Context: an optimization exercise on an open-source flow, tuned for small area, a short achievable clock period and few clock cycles per item. The choices shown serve that exercise and are no tape-out recipe.
At most, simulation tests tie the RTL to the original design; equivalence was not proved.
Only the layout flow was run in run 6; the RTL was not checked for function there.
No run shown here takes its clock network from TritonCTS; it comes from the design's own scripts or RTL.
The flow treats the clock pin as an ideal source. Dropping or thinning the clock tree relies on that and would not hold on a real chip.
Power is estimated from default activity; no workload was simulated.

--- flow/design.v ---
module h16_bfly (
    input  wire        clk,
    input  wire        rst,
    input  wire        in_valid,
    input  wire [15:0] in_a,
    input  wire [15:0] in_b,
    input  wire        in_half,
    output reg         out_valid,
    output reg  [15:0] out_sum,
    output reg  [15:0] out_diff
);
    localparam [1:0] K_NUM = 2'd0, K_ZERO = 2'd1, K_INF = 2'd2, K_NAN = 2'd3;
    reg        v0, h0;
    reg [15:0] a0, b0;
    always @(posedge clk) begin
        a0 <= in_a;
        b0 <= in_b;
        h0 <= in_half;
        v0 <= in_valid & ~rst;
    end
    function automatic [1:0] gteq(input [14:0] x, input [14:0] y);
        reg [1:0] r;
        integer i;
        begin
            r = 2'b01;
            for (i = 0; i < 15; i = i + 1)
                r = {(x[i] & ~y[i]) | (~(x[i] ^ y[i]) & r[1]), ~(x[i] ^ y[i]) & r[0]};
            gteq = r;
        end
    endfunction
    wire       sa = a0[15], sb = b0[15];
    wire [7:0] ea = a0[14:7], eb = b0[14:7];
    wire       a_sub = ea == 8'd0, b_sub = eb == 8'd0;
    wire       a_max = &ea, b_max = &eb;
    wire       a_nan = a_max && (a0[6:0] != 7'd0);
    wire       b_nan = b_max && (b0[6:0] != 7'd0);
    wire       a_inf = a_max && (a0[6:0] == 7'd0);
    wire       b_inf = b_max && (b0[6:0] == 7'd0);
    wire [7:0] ma = {~a_sub, a0[6:0]}, mb = {~b_sub, b0[6:0]};
    wire [7:0] xa = {ea[7:1], ea[0] | a_sub}, xb = {eb[7:1], eb[0] | b_sub};
    wire [1:0] cmp  = gteq(b0[14:0], a0[14:0]);
    wire       swap = cmp[1];
    wire       same = cmp[0];
    wire       zz   = same && (a0[14:0] == 15'd0);
    wire [7:0] mx   = swap ? mb : ma;
    wire [7:0] my   = swap ? ma : mb;
    wire [7:0] xx   = swap ? xb : xa;
    wire [7:0] xy   = swap ? xa : xb;
    wire [7:0] d    = xx - xy;
    wire [3:0] ds   = d[3:0] | {4{d[7:4] != 4'd0}};
    wire [7:0] lim  = xx - {7'd0, h0};
    wire       add_sum = sa == sb;
    wire       s_sgn = swap ? sb : sa;
    wire       d_sgn = swap ? ~sb : sa;
    wire       nan_in = a_nan | b_nan;
    reg  [1:0] s_kind, d_kind;
    reg        s_sg, d_sg;
    always @* begin
        s_sg = s_sgn;
        d_sg = d_sgn;
        if (nan_in || (a_inf && b_inf && !add_sum)) begin
            s_kind = K_NAN;  s_sg = 1'b0;
        end else if (a_inf) begin
            s_kind = K_INF;  s_sg = sa;
        end else if (b_inf) begin
            s_kind = K_INF;  s_sg = sb;
        end else if (zz || (same && !add_sum)) begin
            s_kind = K_ZERO; s_sg = sa & sb;
        end else begin
            s_kind = K_NUM;
        end
        if (nan_in || (a_inf && b_inf && add_sum)) begin
            d_kind = K_NAN;  d_sg = 1'b0;
        end else if (a_inf) begin
            d_kind = K_INF;  d_sg = sa;
        end else if (b_inf) begin
            d_kind = K_INF;  d_sg = ~sb;
        end else if (zz || (same && add_sum)) begin
            d_kind = K_ZERO; d_sg = sa & ~sb;
        end else begin
            d_kind = K_NUM;
        end
    end
    reg        v1, add_sum1, s_sg1, d_sg1;
    reg [1:0]  s_kind1, d_kind1;
    reg [7:0]  mx1, my1, lim1;
    reg [3:0]  ds1;
    always @(posedge clk) begin
        v1 <= v0 & ~rst;
        add_sum1 <= add_sum;
        s_sg1 <= s_sg;  d_sg1 <= d_sg;
        s_kind1 <= s_kind;  d_kind1 <= d_kind;
        mx1 <= mx;  my1 <= my;  lim1 <= lim;  ds1 <= ds;
    end
    wire [21:0] sh  = {my1, 3'b000, 11'd0} >> ds1;
    wire [11:0] opy = {1'b0, sh[21:12], sh[11] | (sh[10:0] != 11'd0)};
    wire [11:0] opx = {1'b0, mx1, 3'b000};
    wire [11:0] ra  = opx + opy;
    wire [11:0] rs  = opx - opy;
    wire        la  = ~ra[11] & (lim1 != 8'd0);
    wire [11:0] na  = la ? {ra[10:0], 1'b0} : ra;
    wire [11:0] mk  = (lim1 > 8'd11) ? 12'd0 : (12'h800 >> lim1[3:0]);
    wire [11:0] rm  = {1'b0, rs[10:0]} | mk;
    reg  [3:0]  ls;
    integer k;
    always @* begin
        ls = 4'd0;
        for (k = 0; k < 12; k = k + 1)
            if (rm[k]) ls = 4'd11 - k[3:0];
    end
    reg        v2, add_sum2, s_sg2, d_sg2, la2;
    reg [1:0]  s_kind2, d_kind2;
    reg [7:0]  lim2;
    reg [9:0]  na2;
    reg [10:0] rs2;
    reg [3:0]  ls2;
    always @(posedge clk) begin
        v2 <= v1 & ~rst;
        add_sum2 <= add_sum1;
        s_sg2 <= s_sg1;  d_sg2 <= d_sg1;
        s_kind2 <= s_kind1;  d_kind2 <= d_kind1;
        lim2 <= lim1;  la2 <= la;
        na2 <= {na[11:3], na[2:0] != 3'd0};
        rs2 <= rs[10:0];  ls2 <= ls;
    end
    function automatic [8:0] inc9(input [8:0] x, input c);
        reg [8:0] p;
        integer i;
        begin
            p[0] = 1'b1;
            for (i = 1; i < 9; i = i + 1)
                p[i] = p[i-1] & x[i-1];
            inc9 = x ^ (p & {9{c}});
        end
    endfunction
    function automatic [15:0] rnd_enc(input [8:0] e, input [8:0] n);
        reg up;
        reg [8:0] f;
        begin
            up = n[1] & (n[2] | n[0]);
            f  = inc9({1'b0, n[8:2], 1'b1}, up);
            rnd_enc = {e + {8'd0, f[8]}, f[7:1]};
        end
    endfunction
    wire [8:0]  exa  = {1'b0, lim2} + {{8{la2 & ~na2[9]}}, la2 ^ na2[9]};
    wire [15:0] enca = rnd_enc(exa, na2[8:0]);
    wire [14:0] encf = (enca[15] | (&enca[14:7])) ? 15'h7F80 : enca[14:0];
    wire [11:0] ns   = {1'b0, rs2} << ls2;
    wire [8:0]  exs  = ({1'b0, lim2} + 9'd1 - {5'd0, ls2}) & {9{ns[11]}};
    wire [15:0] encs = rnd_enc(exs, {ns[10:3], ns[2:0] != 3'd0});
    function automatic [15:0] fin(input [1:0] kind, input sg, input [14:0] enc);
        reg isnum;
        begin
            isnum = kind == K_NUM;
            fin[15]   = sg;
            fin[14:7] = isnum ? enc[14:7] : {8{kind[1]}};
            fin[6:0]  = isnum ? enc[6:0] : {kind == K_NAN, 6'd0};
        end
    endfunction
    always @(posedge clk) begin
        if (rst) out_valid <= 1'b0;
        else     out_valid <= v2;
        out_sum  <= fin(s_kind2, s_sg2, add_sum2 ? encf : encs[14:0]);
        out_diff <= fin(d_kind2, d_sg2, add_sum2 ? encs[14:0] : encf);
    end
endmodule
--- flow/flow/run.sh ---
#!/bin/bash
# Layout flow:
# - synthesis: ORFS's own synthesis script (as standard.sh runs it), but with
#   ABC's area script replaced by flow/area.abc (AIG resynthesis with
#   &deepsyn, then chained dch/map -a/mfs2 passes) and without adder-cell
#   extraction, so ABC maps the arithmetic itself; the registers come out
#   the same as in the standard synthesis;
# - plain buf_2 cells as the port buffers in place of the delay buffers the
#   placer picks by default (every port still gets one);
# - after CTS, a one-level clock tree (flow/mycts.tcl): the clock port drives
#   four clkbuf_16 cells, each feeding one cluster of registers; registers
#   are moved between clusters while that lowers the largest clock slew.
set -euo pipefail
rm -rf myscripts
cp -r "$FLOW_HOME/scripts" myscripts
cp flow/area.abc myscripts/abc_area.script
bash standard.sh SCRIPTS_DIR="$PWD/myscripts" ADDER_MAP_FILE= synth > synth.log 2>&1
bash standard.sh \
  BUFFER_PORTS_ARGS="-buffer_cell sky130_fd_sc_hd__buf_2" \
  CTS_ARGS="-sink_clustering_enable -repair_clock_nets -dont_use_dummy_load -buf_list sky130_fd_sc_hd__clkbuf_8 -root_buf sky130_fd_sc_hd__clkbuf_16" \
  POST_CTS_TCL="$PWD/flow/mycts.tcl" \
  finish > layout.log 2>&1
--- flow/flow/area.abc ---
strash
&get -n
&deepsyn -J 300 -T 60
&put
dch -f
map -a
mfs2
strash
dch -f
map -a
topo
stime -c
buffer -c
upsize -c
dnsize -c
--- flow/flow/mycts.tcl ---
# Replace the clock tree that CTS built with a one-level tree: the clock port
# drives NBUF clkbuf_16 cells, each driving the registers of one cluster
# (k-means on the register locations). All registers get the same tree depth.
set nbuf 4
set db [ord::get_db]
set block [ord::get_db_block]
set clk [$block findNet clk]
set bufmaster [$db findMaster sky130_fd_sc_hd__clkbuf_16]

# walk the clock network from the port
set sinks {}
set tree_insts {}
set tree_nets {}
set todo [list $clk]
while {[llength $todo] > 0} {
  set net [lindex $todo 0]
  set todo [lrange $todo 1 end]
  foreach it [$net getITerms] {
    if {![$it isInputSignal]} { continue }
    set inst [$it getInst]
    set mname [[$inst getMaster] getName]
    if {[regexp {__df} $mname]} {
      lappend sinks $it
    } elseif {[regexp {__(clkbuf|clkinv|buf|inv)} $mname]} {
      lappend tree_insts $inst
      foreach ot [$inst getITerms] {
        if {[$ot isOutputSignal] && [$ot getNet] ne "NULL"} {
          lappend todo [$ot getNet]
          lappend tree_nets [$ot getNet]
        }
      }
    } else {
      puts "mycts: unexpected clock load [$inst getName] $mname"
      exit 1
    }
  }
}
puts "mycts: [llength $sinks] register clock pins, removing [llength $tree_insts] tree cells"

# register locations
set pts {}
foreach it $sinks {
  set bb [[$it getInst] getBBox]
  lappend pts [list [expr {([$bb xMin] + [$bb xMax]) / 2.0}] [expr {([$bb yMin] + [$bb yMax]) / 2.0}]]
}
# take the tree apart
foreach it $sinks { $it disconnect }
foreach inst $tree_insts { odb::dbInst_destroy $inst }
foreach net $tree_nets { odb::dbNet_destroy $net }

# k-means on the register locations, seeded at the quadrant centres of
# their bounding box (nbuf = 4)
set n [llength $pts]
set xs [lsort -real [lmap p $pts {lindex $p 0}]]
set ys [lsort -real [lmap p $pts {lindex $p 1}]]
set x0 [lindex $xs 0]; set x1 [lindex $xs end]
set y0 [lindex $ys 0]; set y1 [lindex $ys end]
set cen {}
for {set k 0} {$k < $nbuf} {incr k} {
  set fx [expr {($k % 2) ? 0.75 : 0.25}]
  set fy [expr {(($k / 2) % 2) ? 0.75 : 0.25}]
  lappend cen [list [expr {$x0 + $fx * ($x1 - $x0)}] [expr {$y0 + $fy * ($y1 - $y0)}]]
}
proc dist {p c} { expr {abs([lindex $p 0] - [lindex $c 0]) + abs([lindex $p 1] - [lindex $c 1])} }
proc centres {pts asg nbuf cen} {
  for {set k 0} {$k < $nbuf} {incr k} {
    set sx 0; set sy 0; set m 0
    foreach p $pts a $asg {
      if {$a == $k} { set sx [expr {$sx + [lindex $p 0]}]; set sy [expr {$sy + [lindex $p 1]}]; incr m }
    }
    if {$m > 0} { lset cen $k [list [expr {$sx / $m}] [expr {$sy / $m}]] }
  }
  return $cen
}
set asg [lrepeat $n 0]
for {set iter 0} {$iter < 50} {incr iter} {
  for {set j 0} {$j < $n} {incr j} {
    set p [lindex $pts $j]
    set best 0; set bd 1e30
    for {set k 0} {$k < $nbuf} {incr k} {
      set dd [dist $p [lindex $cen $k]]
      if {$dd < $bd} { set bd $dd; set best $k }
    }
    lset asg $j $best
  }
  set cen [centres $pts $asg $nbuf $cen]
}
set cap [expr {($n + $nbuf - 1) / $nbuf + 2}]
for {set guard 0} {$guard < 1000} {incr guard} {
  set cnt [lrepeat $nbuf 0]
  foreach a $asg { lset cnt $a [expr {[lindex $cnt $a] + 1}] }
  set big -1
  for {set k 0} {$k < $nbuf} {incr k} { if {[lindex $cnt $k] > $cap} { set big $k; break } }
  if {$big < 0} { break }
  set bj -1; set bk -1; set bc 1e30
  for {set j 0} {$j < $n} {incr j} {
    if {[lindex $asg $j] != $big} { continue }
    set p [lindex $pts $j]
    set d0 [dist $p [lindex $cen $big]]
    for {set k 0} {$k < $nbuf} {incr k} {
      if {$k == $big || [lindex $cnt $k] >= $cap} { continue }
      set c [expr {[dist $p [lindex $cen $k]] - $d0}]
      if {$c < $bc} { set bc $c; set bj $j; set bk $k }
    }
  }
  lset asg $bj $bk
  set cen [centres $pts $asg $nbuf $cen]
}

for {set k 0} {$k < $nbuf} {incr k} {
  set inst [odb::dbInst_create $block $bufmaster "clkbuf_leaf_$k"]
  set net [odb::dbNet_create $block "clknet_leaf_$k"]
  $net setSigType CLOCK
  [$inst findITerm A] connect $clk
  [$inst findITerm X] connect $net
  set c [lindex $cen $k]
  $inst setLocation [expr {int([lindex $c 0])}] [expr {int([lindex $c 1])}]
  $inst setPlacementStatus PLACED
  set m 0
  for {set j 0} {$j < $n} {incr j} {
    if {[lindex $asg $j] == $k} { [lindex $sinks $j] connect $net; incr m }
  }
  puts "mycts: clkbuf_leaf_$k drives $m registers"
}
$clk setSigType CLOCK
detailed_placement
estimate_parasitics -placement

# the largest clock-pin slew on each leaf net (placement estimate)
proc leaf_slews {nbuf} {
  set res {}
  for {set k 0} {$k < $nbuf} {incr k} {
    set w 0
    foreach pin [get_pins -of_objects [get_nets clknet_leaf_$k] -filter "direction==input"] {
      foreach edge {rise fall} {
        set s [sta::time_ui_sta [get_property $pin slew_max_$edge]]
        if {$s > $w} { set w $s }
      }
    }
    lappend res $w
  }
  return $res
}
# move registers from the leaf with the slowest slew to the one with the
# fastest, nearest first, while that lowers the largest slew
set leafnets {}
for {set k 0} {$k < $nbuf} {incr k} { lappend leafnets [$block findNet clknet_leaf_$k] }
set sl [leaf_slews $nbuf]
puts "mycts: leaf slews [lmap v $sl {format %.1f [expr {$v * 1e12}]}] ps"
for {set step 0} {$step < 40} {incr step} {
  set hi 0; set lo 0
  for {set k 1} {$k < $nbuf} {incr k} {
    if {[lindex $sl $k] > [lindex $sl $hi]} { set hi $k }
    if {[lindex $sl $k] < [lindex $sl $lo]} { set lo $k }
  }
  set bj -1; set bc 1e30
  for {set j 0} {$j < $n} {incr j} {
    if {[lindex $asg $j] != $hi} { continue }
    set p [lindex $pts $j]
    set c [expr {[dist $p [lindex $cen $lo]] - [dist $p [lindex $cen $hi]]}]
    if {$c < $bc} { set bc $c; set bj $j }
  }
  if {$bj < 0} { break }
  set it [lindex $sinks $bj]
  $it disconnect
  $it connect [lindex $leafnets $lo]
  lset asg $bj $lo
  estimate_parasitics -placement
  set sl2 [leaf_slews $nbuf]
  if {[tcl::mathfunc::max {*}$sl2] >= [tcl::mathfunc::max {*}$sl]} {
    # no better: undo and stop
    $it disconnect
    $it connect [lindex $leafnets $hi]
    lset asg $bj $hi
    estimate_parasitics -placement
    break
  }
  set sl $sl2
  puts "mycts: moved [[$it getInst] getName] from leaf $hi to leaf $lo; leaf slews [lmap v $sl {format %.1f [expr {$v * 1e12}]}] ps"
}
check_placement -verbose
estimate_parasitics -placement
report_clock_latency
report_clock_skew
set worst 0
foreach pin [all_registers -clock_pins -edge_triggered] {
  foreach edge {rise fall} {
    set s [sta::time_ui_sta [get_property $pin slew_max_$edge]]
    if {$s > $worst} { set worst $s }
  }
}
puts "mycts: largest register clock-pin slew (placement estimate) [expr {$worst * 1e12}] ps"
--- flow/standard.sh ---
#!/bin/bash
# synth_recipe.tcl (not shown) runs the flow's synth.tcl, then flattens the netlist and writes it again
# the make line also repeats each setting of config.mk as NAME=value (left out here)
make -C /OpenROAD-flow-scripts/flow DESIGN_CONFIG=/design/flow/config.mk WORK_HOME=/design/flow/orfs CLKGATE_MAP_FILE= SYNTH_SCRIPT=/design/flow/synth_recipe.tcl "${@:-finish}"
--- flow/config.mk ---
export PLATFORM = sky130hd
export DESIGN_NAME = h16_bfly
export DESIGN_NICKNAME = h16_bfly
export VERILOG_FILES = /design/flow/design.v
export SDC_FILE = /design/flow/constraint.sdc
export NUM_CORES = 4
export LEC_CHECK = 0
export ABC_AREA = 1
export CAP_MARGIN = 20
export CORE_MARGIN = 2
export CORE_UTILIZATION = 55
export SLEW_MARGIN = 20
--- flow/constraint.sdc ---
create_clock -name core_clock -period 20.0 [get_ports {clk}]
set_input_delay 4.0000 -clock core_clock [delete_from_list [all_inputs] [get_ports {clk}]]
set_output_delay 4.0000 -clock core_clock [all_outputs]
set_load 0.01 [all_outputs]
==> results of run 1 <==
[report_power, final]
group          internal [W]  leakage, nW  switching, W  total (W)
Sequential         0.000333         1.21     0.0000240   0.000357
Clock             0.0000375       0.0493     0.0000657   0.000103
Combinational     0.0000753         2.14      0.000122   0.000197
[metrics by stage]
stage | cells | util (%) | instance area, sq um | hold WS (ns) | power (W)
5_1_grt | 1105 | 60.6 | 7210 | 0.347 | 0.000699
3_5_place_dp | 1101 | 59.7 | 7110 | 0.312 | 0.000561
6_report | 1105 | 60.6 | 7210 | 0.335 | 0.000658
3_3_place_gp | 1101 | 59.7 | 7110 | 0.310 | 0.000557
2_1_floorplan | 900 | - | 6680 | 0.310 | 0.000504
[synthesized netlist by cell type, drive strengths merged]
library cell / number / area (sq um)
nand2: 162 / 633
dfxtp: 145 / 2900
inv: 131 / 492
nor2: 129 / 502
o21ai: 88 / 493
a21oi: 48 / 255
nand3: 33 / 175
xor2: 22 / 193
nor3: 20 / 116
o22ai: 18 / 125
xnor2: 14 / 123
a31oi: 12 / 81.3
buf: 11 / 86.3
a22o: 8 / 70.1
nor4: 7 / 43.8
or2: 7 / 43.8
a22oi: 5 / 37.5
nand4: 5 / 31.3
o31ai: 5 / 61.3
a211oi: 4 / 35.0
clkbuf: 4 / 15.0
o211ai: 4 / 30.0
a21boi: 3 / 22.5
o21a: 3 / 22.5
a221oi: 2 / 17.5
and2: 2 / 12.5
clkinv: 2 / 8.75
o32ai: 2 / 17.5
a211o: 1 / 8.76
a32o: 1 / 10.0
o2111ai: 1 / 8.76
o41ai: 1 / 8.76
[worst paths after layout]
check,startpoint,end,slack (ns)
setup reg to reg,ls2[0]$_SDFF_PP0_,out_sum[14]$_DFF_P_,16.07
hold / removal,add_sum1$_DFF_P_,add_sum2$_DFF_P_,0.34
setup / recovery,out_diff[3]$_SDFF_PP0_,out_diff[3],15.37
hold reg to reg,add_sum1$_DFF_P_,add_sum2$_DFF_P_,0.34
[flip-flops by register name, indices dropped and copies added, names as in the netlist, 8 cells and up]
name,flops
a0,16
b0,16
lim1,8
lim2,8
mx1,8
my1,8
na2,10
out_diff,16
out_sum,16
rs2,11
[metal layers]
metal	wire length, microns	GRT usage, %	share of wire [%]	up-vias
li1	-	-	-	3060
met4	453	9.11	3.2	0
met1	6190	26.0	44	2574
met5	0	0	0	-
met3	494	2.22	3.5	28
met2	6930	41.4	49	131
[layout make-up]
type	count	area [sq um]
Multi-Input combinational cell	607	3180
Fill cell	1103	4700
Timing Repair Buffer	69	348
Buffer	4	100
Sequential cell	145	2900
Tap cell	147	184
Inverter	133	500
[cells by family (layout without fill, tap and decap cells)]
logic type / after synthesis / after routing
xor gates and xnor gates: 36 / 36
AOI/OAI and AO/OA: 206 / 206
buffers and inverters: 148 / 206
and+or+nand+nor: 365 / 365
DFF: 145 / 145
==> summary.md, run 1 <==
| Metric | Value |
|---|---|
| I/O pins | 69 |
| Unrepaired setup endpoints after global routing | false |
| GRT Util Overall | 22.2% |
| Wire length of the first global-routing pass | 23,700 microns |
| Max-Cap Viols | 0 |
| CP bufs+invs | 1 |
| CP Capture Type | output port |
| Antenna violations before repair | 0 |
| Largest net degree at the start of global routing | 46 |
| Min Clock Period, post-route | 4.63 ns |
| Synthesized area per cell | 7.43 sq um |
| Status | complete, no violations |
| Slowest cell on the critical path | dfxtp_1 |
| Mux contribution to synthesized area | 0% |
| Vias per cell | 5.24 |
| Critical Path Start Type | flip-flop |
| Skew final | 0.00958 ns |
| Critical-path cell list | buf_2 |
| Most common cell after layout, fill and taps aside | nand2_1 |
| Worst setup margin | 15.37 ns |
| Skew-Pair Late Insertion Delay | 0.18 ns |
| Delay-heaviest family, CP | flip-flops |
| Share of post-route cells with drive strength above 1 | 13.4% |
| Post-Synth Adder-Cell Area | 0% |
| Die Width | 114 microns |
| Die H | 114 microns |
| Synth Area in Compound Gates | 19.5% |
| Pins Over Slew Limit | 0 |
| Clock Sinks | 145 |
| CP Max Fanout | 1 |
| Ratio of final minimum period to clock period | 23.1% |
| Input/output buffers | 68 |
| Worst hold stages | 0 |
| Peak supply drop | 79.7 uV |
| Main combinational cell family by area after synthesis | simple AND/OR/NAND/NOR gates |
| Slew headroom | 34.5% |
| Final Hold Viols | 0 |
| Mapped Cells | 900 |
| WP data arrival | 0.63 ns |
| Vias in the first global route | 5,466 |
| Initial Utilization | 56.1% |
| Final #Nets | 996 |
| Cell row count | 40 |
| Worst Setup Path Type | reg2out |
| Netlist cell types | 55 |
| Pwr per Cell Area | 91.2 nW/um^2 |
| Mapped cell area | 6680 sq um |
| Max Fclk | 216 MHz |
| Wire per inst | 12.7 microns |
| Core area | 11,900 sq um |
| XOR/XNOR share of the synthesized area | 4.72% |
| Critical Path RT | 16.00 ns |
| DR pass1 iterations | 4 |
| Diodes inserted | 0 |
| Routed WL | 14,100 microns |
| Delay of the slowest critical-path stage | 0.33 ns |
| DR iter-0 viols | 285 |
| Synth Area in Simple Gates | 23.3% |
| Hpwl dp | 11,400 microns |
| Worst Tran Pin Value | 0.976 ns |
| Layout area overhead | 7.94% |
| Syn_nets | 936 |
| Setup TNS | 0 ns |
| Place WS | 15.58 ns |
| Die ar. | 13,000 sq um |
| Setup-failing EPs final | 0 |
| Syn. warnings | 1 |
| Via count | 5,793 |
| Total gr overflow | 0 |
| Hold Crit Class | reg2reg |
| Yosys reg bits | 145 |
| Total leakage power | 3.40 nW |
| Commonest non-fill, non-tap cells in the layout | 156 x nand2_1, 145 x dfxtp_1, 126 x nor2_1, 115 x inv_1, 68 x buf_2 |
| Post-DRT Antenna Nets | 0 |
| Clk pin slew, worst setup/hold paths | 0.12 ns |
| WP depth | 1 |
| DR DRC count | 0 |
| Routability cong. | 0.899 |
| Seq/Total Area, Yosys | 43.4% |
| Worst r2r path cells | 22 |
Testbench counts, summed over its fixed seeds: cycles 24,032, items 24,000.
==> run 2: changes to the inputs <==
--- a/flow/flow/run.sh
+++ b/flow/flow/run.sh
@@ -3,5 +3,5 @@
 # - synthesis: ORFS's own synthesis script (as standard.sh runs it), but with
 #   ABC's area script replaced by flow/area.abc (AIG resynthesis with
-#   &deepsyn, then chained dch/map -a/mfs2 passes) and without adder-cell
+#   &deepsyn, then chained dch/amap/mfs2 passes) and without adder-cell
 #   extraction, so ABC maps the arithmetic itself; the registers come out
 #   the same as in the standard synthesis;
==> flow/flow/area.abc (replaced) <==
strash
&get -n
&deepsyn -J 300 -T 60
&put
dch -f
amap
mfs2
strash
dch -f
amap
topo
stime -c
buffer -c
upsize -c
dnsize -c
==> run 2 against run 1 <==
  * Via count shrank 1.9%
  * Worst hold slack gained 0.0088 ns
  * Sequential cell count is the same
  * Utilization grew 0.28 points
  * Global-route usage grew 0.83 points
  * Largest power group unchanged
  * Critical endpoint is now out_diff[14]
  * Worst setup slack is essentially flat
  * Maximum frequency is essentially flat
  * Total power grew 3.9%
  * Design area shrank 4.1%
==> summary.md, run 2 <==
| Metric | Value |
|---|---|
| DR DRC count | 0 (unchanged) |
| Initial Utilization | 56.3% (was 56.1%) |
| Die ar. | 12,500 sq um (was 13,000 sq um) |
| Antenna violations before repair | 0 (unchanged) |
| Share of post-route cells with drive strength above 1 | 16.4% (was 13.4%) |
| Via count | 5,684 (was 5,793) |
| Synthesized area per cell | 8.05 sq um (was 7.43 sq um) |
| Skew final | 0.0122 ns (was 0.00958 ns) |
| Footprint of the multi-input gates | 3030 sq um (was 3180 sq um) |
| Unrepaired setup endpoints after global routing | false (unchanged) |
| Final Hold Viols | 0 (unchanged) |
| Pwr per Cell Area | 98.9 nW/um^2 (was 91.2 nW/um^2) |
| Die H | 112 microns (was 114 microns) |
| Fill cells | 1,011 (was 1,103) |
| Peak supply drop | 84.0 uV (was 79.7 uV) |
| Critical-path cell list | buf_2 (unchanged) |
| Worst Setup Path Type | reg2out (unchanged) |
| Seq/Total Area, Yosys | 45.4% (was 43.4%) |
| Critical Path RT | 16.00 ns (about the same) |
| Layout area overhead | 8.10% (was 7.94%) |
| Yosys reg bits | 145 (unchanged) |
| Ratio of final minimum period to clock period | 23.1% (about the same) |
| Netlist cell types | 66 (was 55) |
| Routed WL | 14,200 microns (was 14,100 microns) |
| Final #Nets | 885 (was 996) |
| Cell row count | 39 (was 40) |
| Wire per inst | 14.4 microns (was 12.7 microns) |
| Mapped cell area | 6400 sq um (was 6680 sq um) |
| CP Max Fanout | 1 (unchanged) |
| Syn. warnings | 1 (unchanged) |
| Hold Crit Class | reg2reg (unchanged) |
| Slew headroom | 28.3% (was 34.5%) |
| Area contributors post-synth | dfxtp_1 45%, nor2_1 7.9%, o22ai_1 5.6%, inv_1 4.5%, a21oi_1 3.8% (was dfxtp_1 43%, nand2_1 8.8%, nor2_1 7.1%, inv_1 6.5%, o21ai_0 4.0%) |
| WP data arrival | 0.63 ns (about the same) |
| Status | complete, no violations (unchanged) |
| Critical Path Start Type | flip-flop (unchanged) |
| Reg2Reg Setup Slack | 15.67 ns (was 16.07 ns) |
| Post-synth top cells | 145 x dfxtp_1, 135 x nor2_1, 76 x inv_1, 57 x o22ai_1, 48 x a21oi_1 (was 156 x nand2_1, 145 x dfxtp_1, 126 x nor2_1, 115 x inv_1, 53 x o21ai_0) |
| Setup-failing EPs final | 0 (unchanged) |
| Hpwl dp | 11,300 microns (was 11,400 microns) |
| Syn_nets | 831 (was 936) |
| Worst Tran Pin Value | 1.05 ns (was 0.976 ns) |
| Max Fclk | 216 MHz (about the same) |
| Total gr overflow | 0 (unchanged) |
| Largest net degree at the start of global routing | 40 (was 46) |
| Most common cell after layout, fill and taps aside | dfxtp_1 (was nand2_1) |
| Setup TNS | 0 ns (unchanged) |
| Vias in the first global route | 5,336 (was 5,466) |
| Diodes inserted | 0 (unchanged) |
| Min Clock Period, post-route | 4.63 ns (about the same) |
| GRT Util Overall | 23.0% (was 22.2%) |
| Worst hold stages | 0 (unchanged) |
| Count of flip-flops with a built-in enable after synthesis | 0 (unchanged) |
| Place WS | 15.59 ns (was 15.58 ns) |
| Wire length of the first global-routing pass | 24,100 microns (was 23,700 microns) |
| DR pass1 iterations | 5 (was 4) |
| Fraction of registers with async set/reset | 0% (unchanged) |
| Delay of the slowest critical-path stage | 0.33 ns (about the same) |
| Synth Flop Type | dfxtp_1 (unchanged) |
| Post-DRT Antenna Nets | 0 (unchanged) |
| Worst setup margin | 15.37 ns (about the same) |
| CP bufs+invs | 1 (unchanged) |
| Commonest non-fill, non-tap cells in the layout | 145 x dfxtp_1, 135 x nor2_1, 76 x inv_1, 68 x buf_2, 57 x o22ai_1 (was 156 x nand2_1, 145 x dfxtp_1, 126 x nor2_1, 115 x inv_1, 68 x buf_2) |
| Worst r2r path cells | 19 (was 22) |
| Top cell type by total area after synthesis | dfxtp_1 (unchanged) |
| Most frequent cell after synthesis | dfxtp_1 (was nand2_1) |
| Input/output buffers | 68 (unchanged) |
| Mapped Cells | 795 (was 900) |
| Skew-Pair Late Insertion Delay | 0.18 ns (about the same) |
| Max-Cap Viols | 0 (unchanged) |
| Clock Sinks | 145 (unchanged) |
| Clk pin slew, worst setup/hold paths | 0.12 ns (about the same) |
| Slowest cell on the critical path | dfxtp_1 (unchanged) |
| Vias per cell | 5.74 (was 5.24) |
| I/O pins | 69 (unchanged) |
| Pins Over Slew Limit | 0 (unchanged) |
| Storage cell area | 2900 sq um (unchanged) |
| WP depth | 1 (unchanged) |
| Routability cong. | 0.902 (was 0.899) |
| CP Capture Type | output port (unchanged) |
| Total leakage power | 3.06 nW (was 3.40 nW) |
| DR iter-0 viols | 395 (was 285) |
| Core area | 11,400 sq um (was 11,900 sq um) |
| Delay-heaviest family, CP | flip-flops (unchanged) |
| Post-synth top area share | 45.4% (was 43.4%) |
| Die Width | 112 microns (was 114 microns) |
run 2: cell types whose count changed in the layout (fill, tap and decap cells not counted), moves of 9 or more:
cell     change
nor2b_1      +9
o22a_1       +9
xor2_1      -22
nand2_2      +9
nand3_1     -27
o21ai_1     -12
xnor2_1     -14
inv_1       -39
o22ai_1     +41
o21ai_0     -12
o21a_1      +10
nand2_1    -110
nor2_1       +9
run 2: metrics by stage:
step                utilization, %  hold slack [ns]  instance area (sq um)  instances  total power (W)
detailed placement            60.0            0.317                   6820        986         0.000585
finish                        60.8            0.344                   6920        990         0.000684
global route                  60.8            0.347                   6920        990         0.000726
floorplan                        -            0.310                   6400        795         0.000525
global placement              60.0            0.311                   6820        986         0.000581
run 2: logic make-up (layout without fill, tap and decap cells):
| family | after synthesis | count (layout) | synth area share [%] |
|---|---|---|---|
| AND/OR/NAND/NOR | 279 | 279 | 20.6 |
| buffers and inverters | 115 | 167 | 7.27 |
| flip-flops | 145 | 145 | 45.4 |
| AO/OA/AOI/OAI | 256 | 256 | 26.8 |
run 2: final timing paths:
check | startpoint | end
max reg2reg | a0[1]$_DFF_P_ | d_sg1$_SDFF_PP0_
min | d_sg1$_SDFF_PP0_ | d_sg2$_DFF_P_
max | out_diff[14]$_DFF_P_ | out_diff[14]
min reg2reg | d_sg1$_SDFF_PP0_ | d_sg2$_DFF_P_
run 2: final cells by class:
cell class              count  area share (%)
multi-input cells         535            43.8
well taps                 143            2.59
inverters                  93            5.05
repair buffers             70            5.14
plain buffers               4            1.45
flip-flops and latches    145            42.0
run 2: worst reg2reg max path, delay by kind of cell, from the launching register on:
family / cells / cell delay (ns)
compound gates: 10 / 2.48
simple gates: 6 / 0.82
buf+inv: 3 / 0.59
flops: 1 / 0.36
run 2: power breakdown:
part           leakage (nW)  total [W]  internal (W)  switching (W)
clock                0.0493   0.000103     0.0000375      0.0000655
sequential             1.21   0.000361      0.000335      0.0000264
combinational          1.80   0.000219     0.0000865       0.000133
run 2: metal layers:
metal	part of all wire, %	routed length [microns]	up-vias	GRT usage [%]
li1	-	-	2888	-
met1	43	6170	2582	27.9
met2	49	7010	187	42.2
met3	4.8	678	27	3.05
met4	2.6	367	0	7.49
met5	0	0	-	0
==> run 3: changes to the inputs <==
--- a/flow/design.v
+++ b/flow/design.v
@@ -86,10 +86,10 @@
     reg [7:0]  mx1, my1, lim1;
     reg [3:0]  ds1;
-    always @(posedge clk) begin
-        v1 <= v0 & ~rst;
-        add_sum1 <= add_sum;
-        s_sg1 <= s_sg;  d_sg1 <= d_sg;
-        s_kind1 <= s_kind;  d_kind1 <= d_kind;
-        mx1 <= mx;  my1 <= my;  lim1 <= lim;  ds1 <= ds;
+    always @* begin
+        v1 = v0;
+        add_sum1 = add_sum;
+        s_sg1 = s_sg;  d_sg1 = d_sg;
+        s_kind1 = s_kind;  d_kind1 = d_kind;
+        mx1 = mx;  my1 = my;  lim1 = lim;  ds1 = ds;
     end
     wire [21:0] sh  = {my1, 3'b000, 11'd0} >> ds1;
@@ -98,21 +98,9 @@
     wire [11:0] ra  = opx + opy;
     wire [11:0] rs  = opx - opy;
-    wire        la  = ~ra[11] & (lim1 != 8'd0);
-    wire [11:0] na  = la ? {ra[10:0], 1'b0} : ra;
-    wire [11:0] mk  = (lim1 > 8'd11) ? 12'd0 : (12'h800 >> lim1[3:0]);
-    wire [11:0] rm  = {1'b0, rs[10:0]} | mk;
-    reg  [3:0]  ls;
-    integer k;
-    always @* begin
-        ls = 4'd0;
-        for (k = 0; k < 12; k = k + 1)
-            if (rm[k]) ls = 4'd11 - k[3:0];
-    end
-    reg        v2, add_sum2, s_sg2, d_sg2, la2;
+    reg        v2, add_sum2, s_sg2, d_sg2;
     reg [1:0]  s_kind2, d_kind2;
     reg [7:0]  lim2;
-    reg [9:0]  na2;
+    reg [10:0] ra2;
     reg [10:0] rs2;
-    reg [3:0]  ls2;
     always @(posedge clk) begin
         v2 <= v1 & ~rst;
@@ -120,7 +108,19 @@
         s_sg2 <= s_sg1;  d_sg2 <= d_sg1;
         s_kind2 <= s_kind1;  d_kind2 <= d_kind1;
-        lim2 <= lim1;  la2 <= la;
-        na2 <= {na[11:3], na[2:0] != 3'd0};
-        rs2 <= rs[10:0];  ls2 <= ls;
+        lim2 <= lim1;
+        ra2 <= {ra[11:2], ra[1:0] != 2'd0};
+        rs2 <= rs[10:0];
+    end
+    wire        la2 = ~ra2[10] & (lim2 != 8'd0);
+    wire [10:0] nax = la2 ? {ra2[9:0], 1'b0} : ra2;
+    wire [9:0]  na2 = {nax[10:2], nax[1:0] != 2'd0};
+    wire [11:0] mk  = (lim2 > 8'd11) ? 12'd0 : (12'h800 >> lim2[3:0]);
+    wire [11:0] rm  = {1'b0, rs2[10:0]} | mk;
+    reg  [3:0]  ls2;
+    integer k;
+    always @* begin
+        ls2 = 4'd0;
+        for (k = 0; k < 12; k = k + 1)
+            if (rm[k]) ls2 = 4'd11 - k[3:0];
     end
     function automatic [8:0] inc9(input [8:0] x, input c);
--- a/flow/flow/run.sh
+++ b/flow/flow/run.sh
@@ -3,5 +3,5 @@
 # - synthesis: ORFS's own synthesis script (as standard.sh runs it), but with
 #   ABC's area script replaced by flow/area.abc (AIG resynthesis with
-#   &deepsyn, then chained dch/amap/mfs2 passes) and without adder-cell
+#   &deepsyn, then chained dch/map/mfs2 passes aimed at 2.7 ns) and without adder-cell
 #   extraction, so ABC maps the arithmetic itself; the registers come out
 #   the same as in the standard synthesis;
==> flow/flow/area.abc (replaced) <==
strash
&get -n
&deepsyn -J 300 -T 60
&put
dch -f
map -D 2700
mfs2
strash
dch -f
map -D 2700
topo
stime -c
buffer -c
upsize -c -D 2700
dnsize -c -D 2700
--- a/flow/config.mk
+++ b/flow/config.mk
@@ -9,4 +9,5 @@
 export CAP_MARGIN = 20
 export CORE_MARGIN = 2
-export CORE_UTILIZATION = 55
+export CORE_UTILIZATION = 65
+export PLACE_DENSITY = 0.72
 export SLEW_MARGIN = 20
==> run 3 against run 2 <==
  * Sequential share of layout area fell by 10 points
  * Clock power is 15% lower
  * Clock skew is 0.0050 ns lower
  * Sequential power fell by about 20%
  * Worst setup slack worse by 0.018 ns
  * Still clean
  * Global-route usage is 7.8 points higher
  * Utilization is 11 points higher
  * Design area fell by 4.9%
  * Register-to-register slack lost 0.27 ns
  * Cell count grew 5.4%
  * Wire length up 9.8%
==> summary.md, run 3 <==
| Metric | Value |
|---|---|
| Status | complete, no violations (unchanged) |
| Hold Crit Class | reg2reg (unchanged) |
| Die H | 100 microns (was 112 microns) |
| Delay-heaviest family, CP | flip-flops (unchanged) |
| DR pass1 iterations | 7 (was 5) |
| Hpwl dp | 12,300 microns (was 11,300 microns) |
| Area contributors post-synth | dfxtp_1 35%, nand2_1 9.8%, inv_1 8.0%, nor2_1 7.1%, o21ai_0 4.4% (was dfxtp_1 45%, nor2_1 7.9%, o22ai_1 5.6%, inv_1 4.5%, a21oi_1 3.8%) |
| Worst Setup Path Type | reg2out (unchanged) |
| Clock Sinks | 105 (was 145) |
| Wire length of the first global-routing pass | 25,000 microns (was 24,100 microns) |
| Slew headroom | 47.0% (was 28.3%) |
| Critical Path RT | 16.00 ns (about the same) |
| Seq/Total Area, Yosys | 35.0% (was 45.4%) |
| Commonest non-fill, non-tap cells in the layout | 156 x nand2_1, 128 x inv_1, 114 x nor2_1, 105 x dfxtp_1, 68 x buf_2 (was 145 x dfxtp_1, 135 x nor2_1, 76 x inv_1, 68 x buf_2, 57 x o22ai_1) |
| Netlist cell types | 60 (was 66) |
| Min Clock Period, post-route | 4.65 ns (was 4.63 ns) |
| Most frequent cell after synthesis | nand2_1 (was dfxtp_1) |
| Critical-path cell list | buf_2 (unchanged) |
| XOR/XNOR share of the synthesized area | 5.55% (was 0%) |
| WP depth | 1 (unchanged) |
| Pwr per Cell Area | 112 nW/um^2 (was 98.9 nW/um^2) |
| Layout area overhead | 9.59% (was 8.10%) |
| CP Max Fanout | 1 (unchanged) |
| Delay of the slowest critical-path stage | 0.35 ns (was 0.33 ns) |
| Setup-failing EPs final | 0 (unchanged) |
| Die ar. | 10,000 sq um (was 12,500 sq um) |
| Worst setup margin | 15.35 ns (was 15.37 ns) |
| Vias per cell | 5.89 (was 5.74) |
| Post-Synth Adder-Cell Area | 0% (unchanged) |
| Critical Path Start Type | flip-flop (unchanged) |
| Crit path from | out_diff[1]$_SDFF_PP0_ (was out_diff[14]$_DFF_P_) |
| Wire per inst | 15.0 microns (was 14.4 microns) |
| Initial Utilization | 65.9% (was 56.3%) |
| Placed Cells | 1,038 (was 986) |
| Diodes inserted | 0 (unchanged) |
| Mapped Cells | 866 (was 795) |
| Synth Flop Type | dfxtp_1 (unchanged) |
| CP bufs+invs | 1 (unchanged) |
| Largest net degree at the start of global routing | 51 (was 40) |
| Peak supply drop | 70.4 uV (was 84.0 uV) |
| Fraction of registers with async set/reset | 0% (unchanged) |
| DR iter-0 viols | 417 (was 395) |
| Non-filler instance count after layout | 1,043 (was 990) |
| Setup TNS | 0 ns (unchanged) |
| Post-synth top cells | 156 x nand2_1, 128 x inv_1, 114 x nor2_1, 105 x dfxtp_1, 53 x o21ai_0 (was 145 x dfxtp_1, 135 x nor2_1, 76 x inv_1, 57 x o22ai_1, 48 x a21oi_1) |
| Input/output buffers | 68 (unchanged) |
| Total gr overflow | 0 (unchanged) |
| Routed WL | 15,600 microns (was 14,200 microns) |
| Main combinational cell family by area after synthesis | simple AND/OR/NAND/NOR gates (was compound AO/OA/AOI/OAI gates) |
| Place WS | 15.15 ns (was 15.59 ns) |
| Synthesized area per cell | 6.93 sq um (was 8.05 sq um) |
| Final Hold Viols | 0 (unchanged) |
| Final #Nets | 970 (was 885) |
| Worst r2r path cells | 25 (was 19) |
| WHS | 0.351 ns (was 0.344 ns) |
| I/O pins | 69 (unchanged) |
| Mux contribution to synthesized area | 0% (unchanged) |
| CP Capture Type | output port (unchanged) |
| Mapped cell area | 6000 sq um (was 6400 sq um) |
| Cell row count | 35 (was 39) |
| Die Width | 100 microns (was 112 microns) |
| Count of flip-flops with a built-in enable after synthesis | 0 (unchanged) |
| Reg2Reg Setup Slack | 15.40 ns (was 15.67 ns) |
| Post-DRT Antenna Nets | 0 (unchanged) |
| GRT Util Overall | 30.9% (was 23.0%) |
| Max-Cap Viols | 0 (unchanged) |
| Post-route cell area | 6580 sq um (was 6920 sq um) |
| Syn. warnings | 1 (unchanged) |
| Syn_nets | 902 (was 831) |
| Post-synth top area share | 35.0% (was 45.4%) |
| WP data arrival | 0.65 ns (was 0.63 ns) |
| Critical Path Sink | out_diff[1] (was out_diff[14]) |
| Ratio of final minimum period to clock period | 23.2% (was 23.1%) |
| Routability cong. | 0.962 (was 0.902) |
| Skew final | 0.00719 ns (was 0.0122 ns) |
| Via count | 6,140 (was 5,684) |
| Skew-Pair Late Insertion Delay | 0.16 ns (was 0.18 ns) |
| Share of post-route cells with drive strength above 1 | 13.3% (was 16.4%) |
| Clk pin slew, worst setup/hold paths | 0.10 ns (was 0.12 ns) |
| Launch point of the worst reg-to-reg path | a0[3]$_DFF_P_ (was a0[1]$_DFF_P_) |
| Antenna violations before repair | 0 (unchanged) |
| Top cell type by total area after synthesis | dfxtp_1 (unchanged) |
| Core area | 9110 sq um (was 11,400 sq um) |
| Synth Area in Compound Gates | 22.4% (was 26.8%) |
| Reg2reg end | rs2[9]$_DFF_P_ (was d_sg1$_SDFF_PP0_) |
| Unrepaired setup endpoints after global routing | false (unchanged) |
| Pins Over Slew Limit | 0 (unchanged) |
| Max Fclk | 215 MHz (was 216 MHz) |
| Yosys reg bits | 105 (was 145) |
| Most common cell after layout, fill and taps aside | nand2_1 (was dfxtp_1) |
| Synth Area in Simple Gates | 27.9% (was 20.6%) |
| Slowest cell on the critical path | dfxtp_1 (unchanged) |
| Total leakage power | 3.17 nW (was 3.06 nW) |
| Vias in the first global route | 5,505 (was 5,336) |
| Worst Tran Pin Value | 0.789 ns (was 1.05 ns) |
| DR DRC count | 0 (unchanged) |
| DP Area | 6450 sq um (was 6820 sq um) |
run 3: routing by layer:
metal  track usage, %  vias up  share of wire (%)
met1             37.8     2806                 41
met2             56.2      270                 50
met5                0        -                  0
met3             4.32       39                6.7
met4             9.38        0                2.6
li1                 -     3025                  -
run 3: worst min path at each step:
stage	start	end	slack, ns	cells past startpoint
global route	d_sg2$_SDFF_PP0_	out_diff[15]$_DFF_P_	0.36	0
global placement	d_sg2$_SDFF_PP0_	out_diff[15]$_DFF_P_	0.31	0
floorplan	d_sg2$_SDFF_PP0_	out_diff[15]$_DFF_P_	0.31	0
finish	d_sg2$_SDFF_PP0_	out_diff[15]$_DFF_P_	0.35	0
detailed placement	d_sg2$_SDFF_PP0_	out_diff[15]$_DFF_P_	0.33	0
run 3: cells by family after synthesis:
| kind of cell | count (synthesis) |
|---|---|
| compound gates | 209 |
| simple gates | 374 |
| xor+xnor | 38 |
| flops | 105 |
| buf+inv | 140 |
run 3: cell type report:
cell class / instances / area, sq um
Inverter: 132 / 495
Tap cell: 111 / 139
Timing Repair Buffer: 70 / 375
Multi-Input combinational cell: 621 / 3360
Sequential cell: 105 / 2100
Buffer: 4 / 100
Fill cell: 758 / 2530
run 3: metrics by stage:
step                util [%]  total power, W
finish                  72.2        0.000739
global route            72.2        0.000790
detailed placement      70.8        0.000645
global placement        70.8        0.000636
floorplan                  -        0.000550
run 3: power by group:
part | total [W] | internal (W) | leakage (nW) | switching (W)
Clock | 0.0000879 | 0.0000368 | 0.0493 | 0.0000510
Combinational | 0.000363 | 0.000132 | 2.24 | 0.000231
Sequential | 0.000288 | 0.000260 | 0.882 | 0.0000280
Total | 0.000739 | 0.000429 | 3.17 | 0.000310
Testbench counts of run 3, summed over its fixed seeds: cycles 24,024, items 24,000.
==> run 4: changes to the inputs <==
--- a/flow/config.mk
+++ b/flow/config.mk
@@ -9,5 +9,5 @@
 export CAP_MARGIN = 20
 export CORE_MARGIN = 2
-export CORE_UTILIZATION = 65
-export PLACE_DENSITY = 0.72
+export CORE_UTILIZATION = 55
+export GPL_TIMING_DRIVEN = 1
 export SLEW_MARGIN = 20
==> run 4 against run 3 <==
  * Still clean on timing, DRC and antenna
  * Critical path depth unchanged
  * Sequential share of layout area decreased by 0.18 points
  * Die area increased by 17%
  * Sequential power about the same
  * Total power decreased by 0.56%
==> summary.md, run 4 <==
| Metric | Value |
|---|---|
| DR pass1 iterations | 6 (was 7) |
| Cell row count | 38 (was 35) |
| Vias per cell | 5.48 (was 5.89) |
| Mapped cell area | 6000 sq um (unchanged) |
| Pins Over Slew Limit | 0 (unchanged) |
| Skew final | 0.00705 ns (was 0.00719 ns) |
| Non-filler instance count after layout | 1,072 (was 1,043) |
| Core area | 10,700 sq um (was 9110 sq um) |
| Post-synth top area share | 35.0% (unchanged) |
| Commonest non-fill, non-tap cells in the layout | 156 x nand2_1, 128 x inv_1, 114 x nor2_1, 105 x dfxtp_1, 68 x buf_2 (unchanged) |
| Top cell type by total area after synthesis | dfxtp_1 (unchanged) |
| Fraction of registers with async set/reset | 0% (unchanged) |
| Die Width | 108 microns (was 100 microns) |
| Placed Cells | 1,067 (was 1,038) |
| Hold Crit Class | reg2reg (unchanged) |
| Yosys reg bits | 105 (unchanged) |
| Via count | 5,879 (was 6,140) |
| Initial Utilization | 55.8% (was 65.9%) |
| CP Max Fanout | 1 (unchanged) |
| Count of flip-flops with a built-in enable after synthesis | 0 (unchanged) |
| Pwr per Cell Area | 111 nW/um^2 (was 112 nW/um^2) |
| CP bufs+invs | 1 (unchanged) |
| Critical-path cell list | buf_2 (unchanged) |
| DR DRC count | 0 (unchanged) |
| Fill cells | 1,046 (was 758) |
| Hpwl dp | 12,500 microns (was 12,300 microns) |
| Share of post-route cells with drive strength above 1 | 13.3% (unchanged) |
| Critical Path Start Type | flip-flop (unchanged) |
| Max-Cap Viols | 0 (unchanged) |
| Hold path endpoint | out_diff[15]$_DFF_P_ (unchanged) |
| Slew headroom | 42.2% (was 47.0%) |
| WP data arrival | 0.61 ns (was 0.65 ns) |
| Vias in the first global route | 5,347 (was 5,505) |
| Hold_sp | d_sg2$_SDFF_PP0_ (unchanged) |
| Total gr overflow | 0 (unchanged) |
| Synthesized area per cell | 6.93 sq um (unchanged) |
| Clk pin slew, worst setup/hold paths | 0.10 ns (about the same) |
| DP Area | 6480 sq um (was 6450 sq um) |
| Final Hold Viols | 0 (unchanged) |
| Skew-Pair Late Insertion Delay | 0.16 ns (about the same) |
| Synth Flop Type | dfxtp_1 (unchanged) |
| Routed WL | 15,400 microns (was 15,600 microns) |
| Syn_nets | 902 (unchanged) |
| Worst r2r path cells | 27 (was 25) |
| Post-DRT Antenna Nets | 0 (unchanged) |
| Reg2reg end | ra2[9]$_DFF_P_ (was rs2[9]$_DFF_P_) |
| Total power | 0.000734 W (was 0.000739 W) |
| Total leakage power | 3.17 nW (unchanged) |
| DR iter-0 viols | 335 (was 417) |
| Post-route cell area | 6610 sq um (was 6580 sq um) |
| Launch point of the worst reg-to-reg path | b0[2]$_DFF_P_ (was a0[3]$_DFF_P_) |
| Clock Sinks | 105 (unchanged) |
| Post-synth top cells | 156 x nand2_1, 128 x inv_1, 114 x nor2_1, 105 x dfxtp_1, 53 x o21ai_0 (unchanged) |
| Wire per inst | 14.3 microns (was 15.0 microns) |
| Footprint of the multi-input gates | 3360 sq um (unchanged) |
| Setup TNS | 0 ns (unchanged) |
| Netlist cell types | 60 (unchanged) |
| Final #Nets | 970 (unchanged) |
| Layout area overhead | 10.2% (was 9.59%) |
| Die ar. | 11,800 sq um (was 10,000 sq um) |
| Largest net degree at the start of global routing | 51 (unchanged) |
| Reg2Reg Setup Slack | 15.46 ns (was 15.40 ns) |
| Status | complete, no violations (unchanged) |
| Most common cell after layout, fill and taps aside | nand2_1 (unchanged) |
| Worst Setup Path Type | reg2out (unchanged) |
| Diodes inserted | 0 (unchanged) |
| I/O pins | 69 (unchanged) |
| Most frequent cell after synthesis | nand2_1 (unchanged) |
| Routability cong. | 0.970 (was 0.962) |
| Syn. warnings | 1 (unchanged) |
| Min Clock Period, post-route | 4.61 ns (was 4.65 ns) |
| Delay of the slowest critical-path stage | 0.33 ns (was 0.35 ns) |
| Storage cell area | 2100 sq um (unchanged) |
| CP Capture Type | output port (unchanged) |
| Wire length of the first global-routing pass | 25,100 microns (was 25,000 microns) |
| Setup-failing EPs final | 0 (unchanged) |
| Input/output buffers | 68 (unchanged) |
| Worst hold stages | 0 (unchanged) |
| Slowest cell on the critical path | dfxtp_1 (unchanged) |
| GRT Util Overall | 26.6% (was 30.9%) |
| Delay-heaviest family, CP | flip-flops (unchanged) |
| Mapped Cells | 866 (unchanged) |
| Ratio of final minimum period to clock period | 23.1% (was 23.2%) |
| Peak supply drop | 78.9 uV (was 70.4 uV) |
| Worst Tran Pin Value | 0.860 ns (was 0.789 ns) |
| Seq/Total Area, Yosys | 35.0% (unchanged) |
| Max Fclk | 217 MHz (was 215 MHz) |
| Unrepaired setup endpoints after global routing | false (unchanged) |
| Critical Path RT | 16.00 ns (about the same) |
| Antenna violations before repair | 0 (unchanged) |
| Area contributors post-synth | dfxtp_1 35%, nand2_1 9.8%, inv_1 8.0%, nor2_1 7.1%, o21ai_0 4.4% (unchanged) |
| Die H | 108 microns (was 100 microns) |
run 4: power breakdown:
| group | internal [W] | leakage, nW | total (W) | switching, W |
|---|---|---|---|---|
| registers | 0.000260 | 0.882 | 0.000288 | 0.0000283 |
| clock network | 0.0000368 | 0.0493 | 0.0000875 | 0.0000507 |
| logic | 0.000132 | 2.24 | 0.000359 | 0.000227 |
run 4: logic make-up (layout without fill, tap and decap cells):
kind of cell | Yosys count | in the layout | share of synthesized area, %
and+or+nand+nor | 374 | 374 | 27.9
AOI/OAI and AO/OA | 209 | 209 | 22.4
buffers and inverters | 140 | 206 | 9.05
DFF | 105 | 105 | 35.0
xor gates and xnor gates | 38 | 38 | 5.55
run 4: worst max-delay path by stage:
stage                                      start              to  depth (start not counted)
after floorplan           out_diff[0]$_SDFF_PP0_     out_diff[0]                          0
after global placement             b0[2]$_DFF_P_  rs2[9]$_DFF_P_                         25
after detailed placement           b0[2]$_DFF_P_  ra2[9]$_DFF_P_                         26
after global routing               b0[2]$_DFF_P_  ra2[9]$_DFF_P_                         27
final                        out_sum[11]$_DFF_P_     out_sum[11]                          1
run 4: cell type report:
cell class / instances / area share [%]
inverters: 132 / 7.49
flip-flops and latches: 105 / 31.8
repair buffers: 70 / 5.68
well taps: 140 / 2.65
plain buffers: 4 / 1.51
multi-input cells: 621 / 50.9
run 4: per-layer routing:
metal / global-route usage (%) / routed length (microns)
met2: 46.3 / 7430
met3: 3.56 / 913
met4: 6.78 / 292
met1: 34.8 / 6720
met5: 0 / 0
run 4: stage by stage:
step / setup slack (ns) / util, % / hold slack, ns
after floorplan: 15.67 / - / 0.310
after global placement: 15.34 / 60.3 / 0.310
after detailed placement: 15.16 / 60.3 / 0.330
after global routing: 14.81 / 61.5 / 0.355
final: 15.39 / 61.5 / 0.345
run 4: worst register-to-register path, stage by stage (launching register included):
cell and delay (ns):
dfxtp_1 0.37, inv_1 0.09, a22oi_1 0.25, nand2_1 0.09, nand3_1 0.11, a22oi_1 0.11
a21oi_1 0.14, o211ai_1 0.09, nand3_1 0.09, nand2_1 0.10, a31oi_4 0.48, buf_16 0.25
nand2_1 0.06, o21ai_0 0.16, a21oi_1 0.19, nor2_2 0.24, nand2_1 0.18, o22ai_2 0.21
xor2_1 0.36, nand3_1 0.12, o21ai_1 0.15, nand2_1 0.10, nand3_1 0.12, nand3_2 0.11
o211ai_2 0.11, nand2_1 0.08, nand2_1 0.06, nand2_1 0.04
==> run 5: changes to the inputs <==
--- a/flow/config.mk
+++ b/flow/config.mk
@@ -10,4 +10,3 @@
 export CORE_MARGIN = 2
 export CORE_UTILIZATION = 55
-export GPL_TIMING_DRIVEN = 1
 export SLEW_MARGIN = 20
==> run 5 against run 4 <==
  * Worst hold slack did not move
  * Cell count unchanged
  * Maximum frequency is the same
  * Sequential cell count unchanged
  * Design area did not move
  * Utilization is the same
  * Combinational power is essentially flat
  * Clock skew unchanged
  * Critical endpoint unchanged
  * Largest power group unchanged
  * Highest routed layer unchanged
==> summary.md, run 5 <==
| Metric | Value |
|---|---|
| Clock Sinks | 105 (unchanged) |
| Syn. warnings | 1 (unchanged) |
| Input/output buffers | 68 (unchanged) |
| Routed WL | 15,400 microns (unchanged) |
| Post-DRT Antenna Nets | 0 (unchanged) |
| Fraction of registers with async set/reset | 0% (unchanged) |
| Skew-Pair Late Insertion Delay | 0.16 ns (about the same) |
| Post-synth top area share | 35.0% (unchanged) |
| Layout area overhead | 10.2% (unchanged) |
| Status | complete, no violations (unchanged) |
| Hold Crit Class | reg2reg (unchanged) |
| CP Max Fanout | 1 (unchanged) |
| Unrepaired setup endpoints after global routing | false (unchanged) |
| Top cell type by total area after synthesis | dfxtp_1 (unchanged) |
| Final #Nets | 970 (unchanged) |
| Critical Path RT | 16.00 ns (about the same) |
| Worst Tran Pin Value | 0.860 ns (unchanged) |
| Worst setup margin | 15.39 ns (unchanged) |
| Netlist cell types | 60 (unchanged) |
| Slowest cell on the critical path | dfxtp_1 (unchanged) |
| Area contributors post-synth | dfxtp_1 35%, nand2_1 9.8%, inv_1 8.0%, nor2_1 7.1%, o21ai_0 4.4% (unchanged) |
| DR iter-0 viols | 335 (unchanged) |
| Core area | 10,700 sq um (unchanged) |
| Diodes inserted | 0 (unchanged) |
| Synthesized area per cell | 6.93 sq um (unchanged) |
| Peak supply drop | 78.9 uV (unchanged) |
| Launch point of the worst reg-to-reg path | b0[2]$_DFF_P_ (unchanged) |
| DR pass1 iterations | 6 (unchanged) |
| Die H | 108 microns (unchanged) |
| Routability cong. | 0.970 (unchanged) |
| Most common cell after layout, fill and taps aside | nand2_1 (unchanged) |
| Mapped Cells | 866 (unchanged) |
| Critical Path Start Type | flip-flop (unchanged) |
| Commonest non-fill, non-tap cells in the layout | 156 x nand2_1, 128 x inv_1, 114 x nor2_1, 105 x dfxtp_1, 68 x buf_2 (unchanged) |
| Pwr per Cell Area | 111 nW/um^2 (unchanged) |
| Clk pin slew, worst setup/hold paths | 0.10 ns (about the same) |
| Most frequent cell after synthesis | nand2_1 (unchanged) |
| Max Fclk | 217 MHz (unchanged) |
| WP data arrival | 0.61 ns (about the same) |
| Pins Over Slew Limit | 0 (unchanged) |
| Wire length of the first global-routing pass | 25,100 microns (unchanged) |
| Share of post-route cells with drive strength above 1 | 13.3% (unchanged) |
| Via count | 5,879 (unchanged) |
| Die ar. | 11,800 sq um (unchanged) |
| Setup-failing EPs final | 0 (unchanged) |
| Total gr overflow | 0 (unchanged) |
| Setup TNS | 0 ns (unchanged) |
| Post-route cell area | 6610 sq um (unchanged) |
| Mapped cell area | 6000 sq um (unchanged) |
| DR DRC count | 0 (unchanged) |
| Initial Utilization | 55.8% (unchanged) |
| Min Clock Period, post-route | 4.61 ns (unchanged) |
| Antenna violations before repair | 0 (unchanged) |
| CP Capture Type | output port (unchanged) |
| Total leakage power | 3.17 nW (unchanged) |
| Final Hold Viols | 0 (unchanged) |
| Worst Setup Path Type | reg2out (unchanged) |
| CP bufs+invs | 1 (unchanged) |
| Yosys reg bits | 105 (unchanged) |
| Post-synth top cells | 156 x nand2_1, 128 x inv_1, 114 x nor2_1, 105 x dfxtp_1, 53 x o21ai_0 (unchanged) |
| Critical-path cell list | buf_2 (unchanged) |
| Vias in the first global route | 5,347 (unchanged) |
| Slew headroom | 42.2% (unchanged) |
| GRT Util Overall | 26.6% (unchanged) |
| Delay of the slowest critical-path stage | 0.33 ns (about the same) |
| Seq/Total Area, Yosys | 35.0% (unchanged) |
| Largest net degree at the start of global routing | 51 (unchanged) |
| Skew final | 0.00705 ns (unchanged) |
| Die Width | 108 microns (unchanged) |
| Ratio of final minimum period to clock period | 23.1% (unchanged) |
| Wire per inst | 14.3 microns (unchanged) |
| Syn_nets | 902 (unchanged) |
| WHS | 0.345 ns (unchanged) |
| Hpwl dp | 12,500 microns (unchanged) |
| DP Area | 6480 sq um (unchanged) |
| Max-Cap Viols | 0 (unchanged) |
| Place WS | 15.16 ns (unchanged) |
| I/O pins | 69 (unchanged) |
| Synth Flop Type | dfxtp_1 (unchanged) |
| Crit path from | out_sum[11]$_DFF_P_ (unchanged) |
| Count of flip-flops with a built-in enable after synthesis | 0 (unchanged) |
| Hold_sp | d_sg2$_SDFF_PP0_ (unchanged) |
| Vias per cell | 5.48 (unchanged) |
| Delay-heaviest family, CP | flip-flops (unchanged) |
| Cell row count | 38 (unchanged) |
## run 5: cell counts after synthesis
Identical to the previous run, type by type.
## run 5: metal layers
metal / track usage (%) / up-vias / share of wire (%)
met1: 34.8 / 2662 / 44
met2: 46.3 / 184 / 48
met4: 6.78 / 0 / 1.9
met5: 0 / - / 0
li1: - / 3014 / -
met3: 3.56 / 19 / 5.9
## run 5: where the power goes
group | switching (W) | internal [W] | leakage, nW
clock network | 0.0000507 | 0.0000368 | 0.0493
registers | 0.0000283 | 0.000260 | 0.882
logic | 0.000227 | 0.000132 | 2.24
total | 0.000306 | 0.000429 | 3.17
## run 5: per-stage QoR
stage | std cells | util (%) | power, W
after floorplan | 866 | - | 0.000550
after global placement | 1067 | 60.3 | 0.000640
after detailed placement | 1067 | 60.3 | 0.000646
after global routing | 1072 | 61.5 | 0.000795
final | 1072 | 61.5 | 0.000734
## run 5: cells by family (layout without fill, tap and decap cells)
kind of cell,count (synthesis),in the layout,share of synthesized area (%)
buffers and inverters,140,206,9.05
AOI/OAI and AO/OA,209,209,22.4
xor gates and xnor gates,38,38,5.55
DFF,105,105,35.0
and+or+nand+nor,374,374,27.9
## run 5: layout make-up
class                      instances  area (sq um)
fill                            1046          4130
multi-input combinational        621          3360
sequential                       105          2100
inverter                         132           495
timing repair buffer              70           375
tap                              140           175
buffer                             4           100
## run 5: worst paths after layout
kind | depth (start not counted) | slack, ns | end
max reg2reg | 27 | 15.46 | ra2[9]$_DFF_P_
min | 0 | 0.34 | out_diff[15]$_DFF_P_
max | 1 | 15.39 | out_sum[11]
min reg2reg | 0 | 0.34 | out_diff[15]$_DFF_P_
==> run 6: changes to the inputs <==
--- a/flow/design.v
+++ b/flow/design.v
@@ -95,12 +95,8 @@
     wire [21:0] sh  = {my1, 3'b000, 11'd0} >> ds1;
     wire [11:0] opy = {1'b0, sh[21:12], sh[11] | (sh[10:0] != 11'd0)};
-    wire [11:0] opx = {1'b0, mx1, 3'b000};
-    wire [11:0] ra  = opx + opy;
-    wire [11:0] rs  = opx - opy;
     reg        v2, add_sum2, s_sg2, d_sg2;
     reg [1:0]  s_kind2, d_kind2;
-    reg [7:0]  lim2;
-    reg [10:0] ra2;
-    reg [10:0] rs2;
+    reg [7:0]  lim2, mx2;
+    reg [11:0] opy2;
     always @(posedge clk) begin
         v2 <= v1 & ~rst;
@@ -109,7 +105,12 @@
         s_kind2 <= s_kind1;  d_kind2 <= d_kind1;
         lim2 <= lim1;
-        ra2 <= {ra[11:2], ra[1:0] != 2'd0};
-        rs2 <= rs[10:0];
+        mx2 <= mx1;
+        opy2 <= opy;
     end
+    wire [11:0] opx = {1'b0, mx2, 3'b000};
+    wire [11:0] ra  = opx + opy2;
+    wire [11:0] rs  = opx - opy2;
+    wire [10:0] ra2 = {ra[11:2], ra[1:0] != 2'd0};
+    wire [10:0] rs2 = rs[10:0];
     wire        la2 = ~ra2[10] & (lim2 != 8'd0);
     wire [10:0] nax = la2 ? {ra2[9:0], 1'b0} : ra2;
==> run 6 against run 5 <==
  * Register-to-register slack got worse by 0.35 ns
  * Sequential power down 11%
  * Wire length rose by 7.3%
  * Total power decreased by 11%
  * Critical path depth increased by 23
  * Global-route usage is 1.9 points higher
  * First-iteration DRC count increased by 22%
  * Maximum frequency fell by 5.6%
  * Synthesized area down 0.54%
  * Via count up 2.1%
==> summary.md, run 6 <==
| Metric | Value |
|---|---|
| CP bufs+invs | 2 (was 1) |
| Post-synth top area share | 34.2% (was 35.0%) |
| CP Capture Type | flip-flop (was output port) |
| Crit path from | mx2[0]$_DFF_P_ (was out_sum[11]$_DFF_P_) |
| Worst Tran Pin Value | 0.866 ns (was 0.860 ns) |
| Post-DRT Antenna Nets | 0 (unchanged) |
| Hold Crit Class | reg2reg (unchanged) |
| Fraction of registers with async set/reset | 0% (unchanged) |
| Most common cell after layout, fill and taps aside | nand2_1 (unchanged) |
| Yosys reg bits | 102 (was 105) |
| Skew final | 0.00881 ns (was 0.00705 ns) |
| Fill cells | 1,031 (was 1,046) |
| Synthesized area per cell | 6.87 sq um (was 6.93 sq um) |
| Mapped Cells | 869 (was 866) |
| Final Hold Viols | 0 (unchanged) |
| Worst hold stages | 0 (unchanged) |
| Min Clock Period, post-route | 4.89 ns (was 4.61 ns) |
| Worst Setup Path Type | reg2reg (was reg2out) |
| Clock Sinks | 102 (was 105) |
| Worst r2r path cells | 24 (was 27) |
| Core area | 10,700 sq um (about the same) |
| Status | complete, no violations (unchanged) |
| Hold_sp | s_sg2$_SDFF_PP0_ (was d_sg2$_SDFF_PP0_) |
| Input/output buffers | 68 (unchanged) |
| Critical-path cell list | inv_1, nand2_1, nand2_2, nand2_1, o21ai_2, o21ai_2, o21ai_2, o21ai_2, o21ai_2, o211ai_2, and2_2, nand2_1, nor3_1, nor2_2, nor3_2, inv_2, o211ai_2, nand2_2, a211oi_4, nand4_4, nor4_4, nand4_2, a32oi_1, o21ai_1 (was buf_2) |
| Post-layout util | 61.0% (was 61.5%) |
| Vias per cell | 5.62 (was 5.48) |
| Synth Flop Type | dfxtp_1 (unchanged) |
| Launch point of the worst reg-to-reg path | mx2[0]$_DFF_P_ (was b0[2]$_DFF_P_) |
| Share of post-route cells with drive strength above 1 | 15.1% (was 13.3%) |
| Layout area overhead | 9.33% (was 10.2%) |
| Seq/Total Area, Yosys | 34.2% (was 35.0%) |
| Skew-Pair Late Insertion Delay | 0.16 ns (about the same) |
| Top cell type by total area after synthesis | dfxtp_1 (unchanged) |
| DR DRC count | 0 (unchanged) |
| Die H | 108 microns (about the same) |
| Antenna violations before repair | 0 (unchanged) |
| Most frequent cell after synthesis | nand2_1 (unchanged) |
| Syn. warnings | 1 (unchanged) |
| Mapped cell area | 5970 sq um (was 6000 sq um) |
| Total gr overflow | 0 (unchanged) |
| Via count | 6,001 (was 5,879) |
| Critical Path RT | 20.05 ns (was 16.00 ns) |
| Setup-failing EPs final | 0 (unchanged) |
| Cell row count | 38 (unchanged) |
| Pins Over Slew Limit | 0 (unchanged) |
| Ratio of final minimum period to clock period | 24.4% (was 23.1%) |
| Routability cong. | 1.04 (was 0.970) |
| WP data arrival | 4.94 ns (was 0.61 ns) |
-- run 6: cell count changes after synthesis, sizes merged, moves of 4 or more --
| cell | delta |
|---|---|
| o22ai | -6 |
| nor2 | -4 |
| inv | +4 |
| o221ai | -7 |
| o211ai | +4 |
| nand4 | +9 |
| nand2 | -5 |
| xnor2 | -7 |
| clkbuf | +4 |
| a21oi | +11 |
| xor2 | -5 |
| o21ai | +13 |
-- run 6: worst max path at each step --
stage | end | slack (ns) | cells after the start
floorplan | out_diff[0] | 15.67 | 0
global placement | opy2[0]$_DFF_P_ | 15.46 | 22
detailed placement | out_sum[14]$_DFF_P_ | 15.23 | 24
global route | out_sum[12]$_DFF_P_ | 14.75 | 28
finish | out_sum[14]$_DFF_P_ | 15.11 | 24
-- run 6: stage by stage --
| stage | hold WS [ns] | area [sq um] | power, W | std cells |
|---|---|---|---|---|
| after floorplan | 0.310 | 5970 | 0.000484 | 869 |
| after global placement | 0.315 | 6420 | 0.000564 | 1064 |
| after detailed placement | 0.315 | 6420 | 0.000569 | 1064 |
| after global routing | 0.344 | 6520 | 0.000701 | 1068 |
| final | 0.338 | 6520 | 0.000657 | 1068 |
-- run 6: area by class of cell --
| type | count | area, sq um | area share [%] |
|---|---|---|---|
| sequential | 102 | 2040 | 31.3 |
| timing repair buffer | 69 | 348 | 5.33 |
| tap | 140 | 175 | 2.69 |
| buffer | 4 | 100 | 1.53 |
| inverter | 136 | 513 | 7.86 |
| multi-input combinational | 617 | 3350 | 51.3 |
-- run 6: metal layers --
metal / vias up / global-route usage, % / part of all wire, %
met4: 0 / 14.7 / 4.7
met3: 52 / 5.18 / 6.1
met2: 253 / 51.0 / 49
li1: 2994 / - / -
met5: - / 0 / 0
met1: 2702 / 32.4 / 40
-- run 6: power by group --
group	internal (W)	total (W)	switching (W)
clock	0.0000368	0.0000871	0.0000503
combinational	0.000104	0.000313	0.000208
sequential	0.000239	0.000257	0.0000177
total	0.000380	0.000657	0.000276
-- run 6: cell families (layout without fill, tap and decap cells) --
kind of cell	count (synthesis)	in the layout	share of synthesized area [%]
simple gates	378	378	29.3
compound gates	211	211	22.5
xor+xnor	26	26	3.94
mux	2	2	0.336
flops	102	102	34.2
buf+inv	150	209	9.77
-- run 6: worst register-to-register path, stage by stage, from the launching register on --
cell and delay, ns:
dfxtp_1 0.37, inv_1 0.06, nand2_1 0.09, nand2_2 0.10, nand2_1 0.09, o21ai_2 0.07
o21ai_2 0.06, o21ai_2 0.09, o21ai_2 0.17, o21ai_2 0.09, o211ai_2 0.09, and2_2 0.24
nand2_1 0.09, nor3_1 0.33, nor2_2 0.10, nor3_2 0.67, inv_2 0.28, o211ai_2 0.18
nand2_2 0.10, a211oi_4 0.30, nand4_4 0.21, nor4_4 0.34, nand4_2 0.23, a32oi_1 0.33
o21ai_1 0.09
